This design comes from an exercise in tuning for small area, a short achievable clock period and few clock cycles on the open sky130 flow, not from production work.
Function was checked by simulation only, so behaviour that the tests miss may differ from the original.

==> flow/design.v, too long to show whole: its modules and the start of the top module <==
// module ctl_law_engine: 3318 lines
// module ctl_law_fa: 10 lines
// module ctl_law_ha: 9 lines
module ctl_law_engine (
    input  wire        clk,
    input  wire        rst,
    input  wire        start,
    output reg  [7:0]  rd_addr,
    input  wire [39:0] rd_data,
    output reg         wr_en,
    output reg  [7:0]  wr_addr,
    output reg  [39:0] wr_data,
    output reg         done
);
  // ...
==> flow/flow/run.sh <==
#!/bin/bash
set -euo pipefail
export BUFFER_PORTS_ARGS="-buffer_cell sky130_fd_sc_hd__buf_4"
export PRE_DETAIL_PLACE_TCL="$PWD/flow/resize_io.tcl"
bash standard.sh > layout.log 2>&1
==> flow/flow/resize_io.tcl <==
# Hook run before detailed placement (PRE_DETAIL_PLACE_TCL): the flip-flops
# that drive the output ports' buffers get a stronger drive of the same cell
# (sky130_fd_sc_hd__dfxtp_1 -> dfxtp_4); their names and function stay.
set n_up 0
foreach port [get_ports -filter "direction == output"] {
  set pnet [get_nets -quiet [get_full_name $port]]
  if {$pnet eq ""} { continue }
  foreach bpin [get_pins -quiet -of_objects $pnet -filter "direction == output"] {
    set buf [get_cells -of_objects $bpin]
    foreach ipin [get_pins -of_objects $buf -filter "direction == input"] {
      set inet [get_nets -of_objects $ipin]
      foreach dpin [get_pins -quiet -of_objects $inet -filter "direction == output"] {
        set ff [get_cells -of_objects $dpin]
        if {[get_property $ff ref_name] eq "sky130_fd_sc_hd__dfxtp_1"} {
          replace_cell $ff sky130_fd_sc_hd__dfxtp_4
          incr n_up
        }
      }
    }
  }
}
puts "resize_io: $n_up output flip-flops set to dfxtp_4"
==> flow/standard.sh <==
#!/bin/bash
# synth_recipe.tcl (not shown) runs the flow's synth.tcl, then flattens the netlist and writes it again
# the make line also repeats each setting of config.mk as NAME=value (left out here)
make -C /OpenROAD-flow-scripts/flow DESIGN_CONFIG=/design/flow/config.mk WORK_HOME=/design/flow/orfs CLKGATE_MAP_FILE= SYNTH_SCRIPT=/design/flow/synth_recipe.tcl "${@:-finish}"
==> flow/config.mk <==
export PLATFORM = sky130hd
export DESIGN_NAME = ctl_law_engine
export DESIGN_NICKNAME = ctl_law_engine
export VERILOG_FILES = /design/flow/design.v
export SDC_FILE = /design/flow/constraint.sdc
export NUM_CORES = 4
export LEC_CHECK = 0
export CAP_MARGIN = 20
export CORE_MARGIN = 2
export CORE_UTILIZATION = 40
export CTS_CLUSTER_DIAMETER = 80
export CTS_CLUSTER_SIZE = 24
export SLEW_MARGIN = 20
export SYNTH_HIERARCHICAL = 1
==> flow/constraint.sdc <==
create_clock -name core_clock -period 20.0 [get_ports {clk}]
set_input_delay 4.0000 -clock core_clock [delete_from_list [all_inputs] [get_ports {clk}]]
set_output_delay 4.0000 -clock core_clock [all_outputs]
set_load 0.01 [all_outputs]
==> reports/qor.yml, run 1 <==
cts:
  cts_tree: "built"
  cts_made_buffers: 76
  postCtsSetupRepairBufs: 0
  insertion_delay_ns: 0.75
  cts_buffer_depth: 3
  cts.repair.resized: 0
final_layout:
  buffer_area_share_pct: 2.15
  top_regs: "rv: 560 flops, acc_s: 83 flops, acc_c: 82 flops"
  final_cells: 11100
  nClkBuffers: 108
  biggestCellCategory: "multi-input combinational cells"
  nNonClkInverters: 509
  n_antenna_cell: 5
  buffers: 264
placement:
  dp_hpwl_mm: 214
  gp_routability_congestion: 0.966
critical_path:
  start_kind: "register"
  max_stage_delay_ns: 0.90
  cp.arrival_ns: 5.93
  setup.worst_path.end: "wr_data[7]$_DFF_P_"
  crit_slowest_cell: "nor3_2"
timing:
  skew_ns: 0.0455
  setup_viol_count_final: 0
  finalWorstSetupSlack_ns: 14.60
  period_share_pct: 27.0
die:
  tap_cells: 2854
logic_synthesis:
  ys_seq_area_share_pct: 35.0
  yosysTopAreaCellShare_pct: 23.6
  yosys.area_share.xor_xnor_pct: 10.3
  synth_fa_ha_area_share_pct: 24.4
status:
  outcome: "complete, no violations"
route:
  viasPerCell: 5.98
  drt-met1-wl_mm: 118
  route.detailed.drc: 0
grt:
  grt_pass1_wl_mm: 440
Testbench counts, summed over its fixed seeds: cycles 123,961.
==> inputs of run 2 (changes only) <==
--- a/flow/design.v
+++ b/flow/design.v
@@ -68,17 +68,17 @@
     reg        h_gt4;       
     reg        h_lt4;       
     reg        lim_on4;     
     reg [40:0] lim_a;
     reg [40:0] lim_b;
     reg       v5;
     reg [3:0] r5;
     reg       sat5;
-    reg       hold5, lim_on5;
+    reg       hold5, p_hi5, p_lo5;
     reg       s_xo5, s_q5, s_max5, s_min5;
     reg       v6;
     reg       sat6;
     reg [1:0] inc6;
     reg [7:0] mneg0, mneg1, mnz0, mnz1;
     reg [1:0] lim_hi, lim_lo;
     reg       lim_any;
     function [3:0] next_col;
@@ -3035,22 +3035,33 @@
     wire        j_lo3   = lnk3 ? lim_lo[1] : lim_lo[0];
     wire        lt_q   = $signed(q4) < $signed(xo);
     wire        eq_q   = q4 == xo;
     wire        xo_max = xo == 40'h7F_FFFF_FFFF;
     wire        xo_min = xo == 40'h80_0000_0000;
     wire        lt     = shi4 ? 1'b0   : slo4 ? !xo_min : lt_q;
     wire        eq     = shi4 ? xo_max : slo4 ? xo_min  : eq_q;
     wire        hold   = (h_lt4 && lt) || (h_gt4 && !lt && !eq);
+    wire signed [40:0] q4_41 = {q4[39], q4};
+    wire signed [40:0] xo41  = {xo[39], xo};
+    wire signed [40:0] smax  = 41'h07F_FFFF_FFFF;
+    wire signed [40:0] smin  = 41'h180_0000_0000;
+    wire        chr    = shi4 ? (smax > $signed(lim_a)) :
+                         slo4 ? (smin > $signed(lim_a)) : (q4_41 > $signed(lim_a));
+    wire        clr    = shi4 ? (smax < $signed(lim_b)) :
+                         slo4 ? (smin < $signed(lim_b)) : (q4_41 < $signed(lim_b));
+    wire        chx    = xo41 > $signed(lim_a);
+    wire        clx    = xo41 < $signed(lim_b);
+    wire        p_hi4  = lim_on4 && (hold ? chx : chr);
+    wire        p_lo4  = lim_on4 && !p_hi4 && (hold ? clx : clr);
     wire [39:0] x5     = ({40{s_xo5}} & xo) | ({40{s_q5}} & q4) |
                          ({40{s_max5}} & 40'h7F_FFFF_FFFF) |
                          ({40{s_min5}} & 40'h80_0000_0000);
-    wire signed [40:0] x5_41 = {x5[39], x5};
-    wire        p_hi   = lim_on5 && (x5_41 > $signed(lim_a));
-    wire        p_lo   = lim_on5 && !p_hi && (x5_41 < $signed(lim_b));
+    wire        p_hi   = p_hi5;
+    wire        p_lo   = p_lo5;
     wire [39:0] p_out  = p_hi ? lim_a[39:0] : (p_lo ? lim_b[39:0] : x5);
     wire [1:0]  inc5   = {1'b0, hold5} + {1'b0, p_hi | p_lo};
     wire [16:0] limcnt_sum  = {1'b0, stat[39:24]} + {15'd0, inc6};
     wire [15:0] limcnt_next = limcnt_sum[16] ? 16'hFFFF : limcnt_sum[15:0];
     wire [15:0] asat_next   = (stat[23:8] == 16'hFFFF) ? 16'hFFFF : stat[23:8] + 16'd1;
     wire [15:0] limcnt_n    = v6 ? limcnt_next : stat[39:24];
     wire [15:0] asat_n      = (v6 && sat6) ? asat_next : stat[23:8];
     wire        asat_f      = (v6 && sat6) | stat[4];
@@ -3118,17 +3129,18 @@
         h_lt4   <= is_int3 && ((j_hi3 && m_neg3) || (j_lo3 && m_pos3));
         lim_on4 <= r3[3] || intmask[si3];
         v4   <= v3;
         r4   <= r3;
         v5    <= v4;
         r5    <= r4;
         sat5  <= shi4 | slo4;
         hold5   <= hold;
-        lim_on5 <= lim_on4;
+        p_hi5   <= p_hi4;
+        p_lo5   <= p_lo4;
         s_xo5   <= hold;
         s_q5    <= !hold && !shi4 && !slo4;
         s_max5  <= !hold && shi4;
         s_min5  <= !hold && slo4;
         wr_en <= 1'b0;
         v6    <= v5;
         sat6  <= sat5;
         inc6  <= r5[3] ? 2'd0 : inc5;
==> run 2 against run 1 <==
Final cell count grew 3.8%. Still clean on timing, DRC and antenna. Worst hold slack improved by 0.0028 ns. Flip-flop and latch count grew 1. Die area is 2.2% higher. Final area rose by 2.8%. Synthesized cell count grew 3.4%. Sequential share of layout area fell by 0.90 points. Critical path type unchanged. Highest routed layer unchanged.
==> reports/qor.yml, run 2 <==
timing:
  period_share_pct: 26.6  # was 27.0%
  fmax_ghz: 0.188  # was 0.185 GHz
  hold_viol: 0  # unchanged
  fin_tns_setup_ns: 0  # unchanged
  slew_violations: 0  # unchanged
  min_period_ns: 5.32  # was 5.40 ns
  relSlewSlack_pct: 15.2  # was 11.9%
  setup_viol_count_final: 0  # unchanged
  hold_slack_ns: 0.323  # was 0.320 ns
  skew_ns: 0.0575  # was 0.0455 ns
  tightest_slew_ns: 1.27  # was 1.30 ns
  rsz0062_at_grt: "false"  # unchanged
logic_synthesis:
  synth_area_per_cell_sq_um: 10.1  # was 10.2 sq um
  synth.largest_area_cell: "dfxtp_1"  # unchanged
  synth-async-reset-ratio_pct: 0  # unchanged
  netlist_area_sq_um: 89000  # was 87,100 sq um
  synth-main-ff-cell: "dfxtp_1"  # unchanged
  netlist_top_cells_count: "dfxtp_1 (1,028), xnor2_1 (946), fa_1 (843)"  # was dfxtp_1 (1,027), xnor2_1 (957), fa_1 (843)
  ys_seq_area_share_pct: 34.3  # was 35.0%
  ys_warn_count: 8  # unchanged
  ys_types: 104  # was 92
  synth.ff_latch_count: 1358  # was 1,357
  synth_edf_count: 330  # unchanged
  yosysTopAreaCellShare_pct: 23.1  # was 23.6%
  synthCells: 8840  # was 8,548
  ys_top_cells_by_area: "dfxtp_1 (23%), fa_1 (19%), edfxtp_1 (11%), xnor2_1 (9.3%), ha_1 (6.0%)"  # was dfxtp_1 (24%), fa_1 (19%), edfxtp_1 (11%), xnor2_1 (9.6%), ha_1 (5.0%)
  yosysMostFrequentCell: "dfxtp_1"  # unchanged
cts:
  insertion_delay_ns: 0.77  # was 0.75 ns
  cts_htree_levels: 3  # unchanged
  clkTransAtPathRegs_ns: 0.10  # about the same
  cts_root_buf: "clkbuf_16"  # unchanged
  cts.repair.resized: 0  # unchanged
  postCtsHoldBufs: 0  # unchanged
  clock-sinks: 1358  # was 1,357
  postCtsSetupRepairBufs: 0  # unchanged
  cts_made_buffers: 88  # was 76
  cts_buffer_depth: 3  # unchanged
  cts_tree: "built"  # unchanged
die:
  std_cell_rows: 173  # was 171
  die_w_microns: 476  # was 471 microns
  ios: 101  # unchanged
  die_area_sq_um: 226000  # was 221,000 sq um
  die_y_microns: 476  # was 471 microns
  start_util_pct: 40.2  # about the same
  core_sq_um: 222000  # was 217,000 sq um
grt:
  grt_pass1_vias: 68600  # was 67,100
  groute.usage.overall_pct: 26.3  # about the same
  antenna_found_initial: 9  # was 15
  grt_max_degree: 84  # unchanged
  gr-total-overflow: 0  # unchanged
  grt_pass1_wl_mm: 449  # was 440 mm
final_layout:
  top_regs: "rv: 560 flops, acc_s: 83 flops, acc_c: 82 flops"  # unchanged
  layout_common_cells: "dfxtp_1 (960), xnor2_1 (946), fa_1 (843)"  # was xnor2_1 (957), dfxtp_1 (947), fa_1 (843)
  fin_area_sq_um: 95400  # was 92,800 sq um
  final_common_cell: "dfxtp_1"  # was xnor2_1
  fin_nets: 9773  # was 9,401
  largest_reg_flops: 560  # unchanged
  max_flop_register: "rv"  # unchanged
  syn2layout_area_growth_pct: 7.19  # was 6.58%
  final_cells: 11500  # was 11,100
  drive_above_1_share_pct: 6.96  # was 6.43%
route:
  route.detailed.drc: 0  # unchanged
  num_vias: 68300  # was 66,300
  drtIter0Drc: 7728  # was 7,308
  antenna_left: 0  # unchanged
  wl_per_cell_microns: 26.3  # was 26.9 microns
  dr.pass1.iters: 7  # was 6
  routed_wl_mm: 303  # was 298 mm
  viasPerCell: 5.94  # was 5.98
critical_path:
  critPathCaptureType: "register"  # unchanged
  crit_path_frequent_cell: "fa_1"  # was o21ai_0
  cp_max_fo: 22  # was 41
  max_stage_delay_ns: 0.91  # was 0.90 ns
  required_ns: 20.64  # was 20.53 ns
  cp.arrival_ns: 5.96  # was 5.93 ns
  critPathKind: "reg -> reg"  # unchanged
  crit_slowest_cell: "inv_1"  # was nor3_2
  worstPathCellList: "buf_4 -> inv_1 -> o22ai_1 -> xnor2_1 -> ha_1 -> fa_1 -> fa_1 -> fa_1 -> fa_1 -> fa_1 -> fa_1"  # was buf_4 -> a221oi_1 -> inv_1 -> ha_1 -> a21oi_1 -> o21ai_0 -> a211oi_1 -> o21ai_0 -> nor4_1 -> o21ai_0 -> nor3_2 -> a221oi_1 -> a21oi_1
  start_kind: "register"  # unchanged
job:
  maxCapViolations: 0  # unchanged
placement:
  portBuffers: 98  # unchanged
  dp_hpwl_mm: 216  # was 214 mm
  gp_routability_congestion: 1.02  # was 0.966
  dp_cells: 11300  # was 10,900
  placed_area_sq_um: 92300  # was 90,200 sq um
hold_path:
  min_path_type: "reg -> reg"  # unchanged
status:
  outcome: "complete, no violations"  # unchanged
-- run 2: cell types whose count changed in the layout (fill, tap and decap cells not counted), moves of 14 or more --
cell | before | now
a22oi_1 | 426 | 412
o22ai_1 | 427 | 450
a21oi_1 | 555 | 628
nor2_1 | 649 | 746
inv_1 | 508 | 483
nand4_1 | 76 | 105
a211oi_1 | 24 | 67
nand3_1 | 57 | 80
o2bb2ai_1 | 19 | 1
clkbuf_1 | 30 | 11
a221o_1 | 63 | 26
xor2_1 | 70 | 89
ha_1 | 348 | 429
clkbuf_16 | 78 | 92
-- run 2: final timing paths --
check,slack [ns],start,endpoint,cells after the start
min reg2reg,0.32,rv[3][1]$_DFF_P_,rv[2][1]$_DFF_P_,0
min,0.32,rv[3][1]$_DFF_P_,rv[2][1]$_DFF_P_,0
max reg2reg,14.68,mreg[20]$_DFF_P_,acc_c[40]$_DFF_P_,11
max,14.68,mreg[20]$_DFF_P_,acc_c[40]$_DFF_P_,11
-- run 2: cell families after synthesis --
kind of cell,share of synthesized area (%)
flip-flops,34.3
AND/OR/NAND/NOR,8.85
multiplexers,1.06
buffers and inverters,5.22
AO/OA/AOI/OAI,15.4
adder cells (fa/ha/maj),25.0
XOR/XNOR,10.2
other,0.00421
-- run 2: critical path: cells and delay by family (launching register included) --
| kind | cells | cell delay (ns) |
|---|---|---|
| adders and majority gates | 7 | 3.24 |
| buffers and inverters | 2 | 1.19 |
| DFF | 1 | 0.31 |
| AOI/OAI and AO/OA | 1 | 0.25 |
| xor gates and xnor gates | 1 | 0.18 |
-- run 2: cell type report --
cell class	instances	area, sq um
Multi-Input combinational cell	6254	54000
Timing Repair Buffer	269	2020
Tap cell	2975	3720
Clock buffer	107	2400
Antenna cell	11	27.5
Clock inverter	49	687
Fill cell	21100	126000
Sequential cell	1358	30700
Inverter	487	1830
-- run 2: per-layer routing --
layer | up-vias | global-route usage, % | wire length [microns]
li1 | 29600 | - | -
met2 | 4031 | 39.9 | 131000
met5 | - | 0 | 39
met4 | 6 | 9.93 | 12400
met1 | 33900 | 35.0 | 124000
met3 | 804 | 8.47 | 35500
-- run 2: metrics by stage --
step,util (%),worst slack [ns]
after detailed placement,41.6,14.63
final,43.0,14.68
after global placement,41.5,14.71
after floorplan,-,14.84
after global routing,43.0,14.52
after CTS,43.0,14.67
-- run 2: per-module statistics from Yosys, one instance, submodules excluded --
| module | copies in the design | flip-flops and latches | cells |
|---|---|---|---|
| ctl_law_engine | 1 | 1358 | 7938 |
| ctl_law_fa | 841 | 0 | 1 |
| ctl_law_ha | 61 | 0 | 1 |
Testbench counts of run 2, summed over its fixed seeds: cycles 123,961.

what the ideal ports hide:
The flow's constraints put no driver on any port. The routed layouts listed below were extracted and timed again, unchanged, in two steps.
Step 1, drivers: a clkbuf_16 drives clk and a buf_2 each remaining input, both assumed.
Step 2, shift: input delay + t, output delay - t, t = (earliest + latest rising clock arrival at the registers) / 2. This alone moves slack from input paths to output paths.
a / b / c = no drivers / after step 1 / after step 2; a / b = the first two.
run	t (ns)	setup slack, ns	hold WS [ns]	worst setup path at the end	cell pins on the clock port's net
run 1	0.833	14.599 / 14.507 / 14.599	0.320 / 0.320 / 0.320	register to register	1
run 2	0.836	14.684 / 14.649 / 14.587	0.323 / 0.323 / 0.323	input to register	1
After both steps setup and hold are still met in every run listed. The setup slack of run 2, which loses most, moves by -0.035 ns with the drivers and by -0.097 ns with both steps.
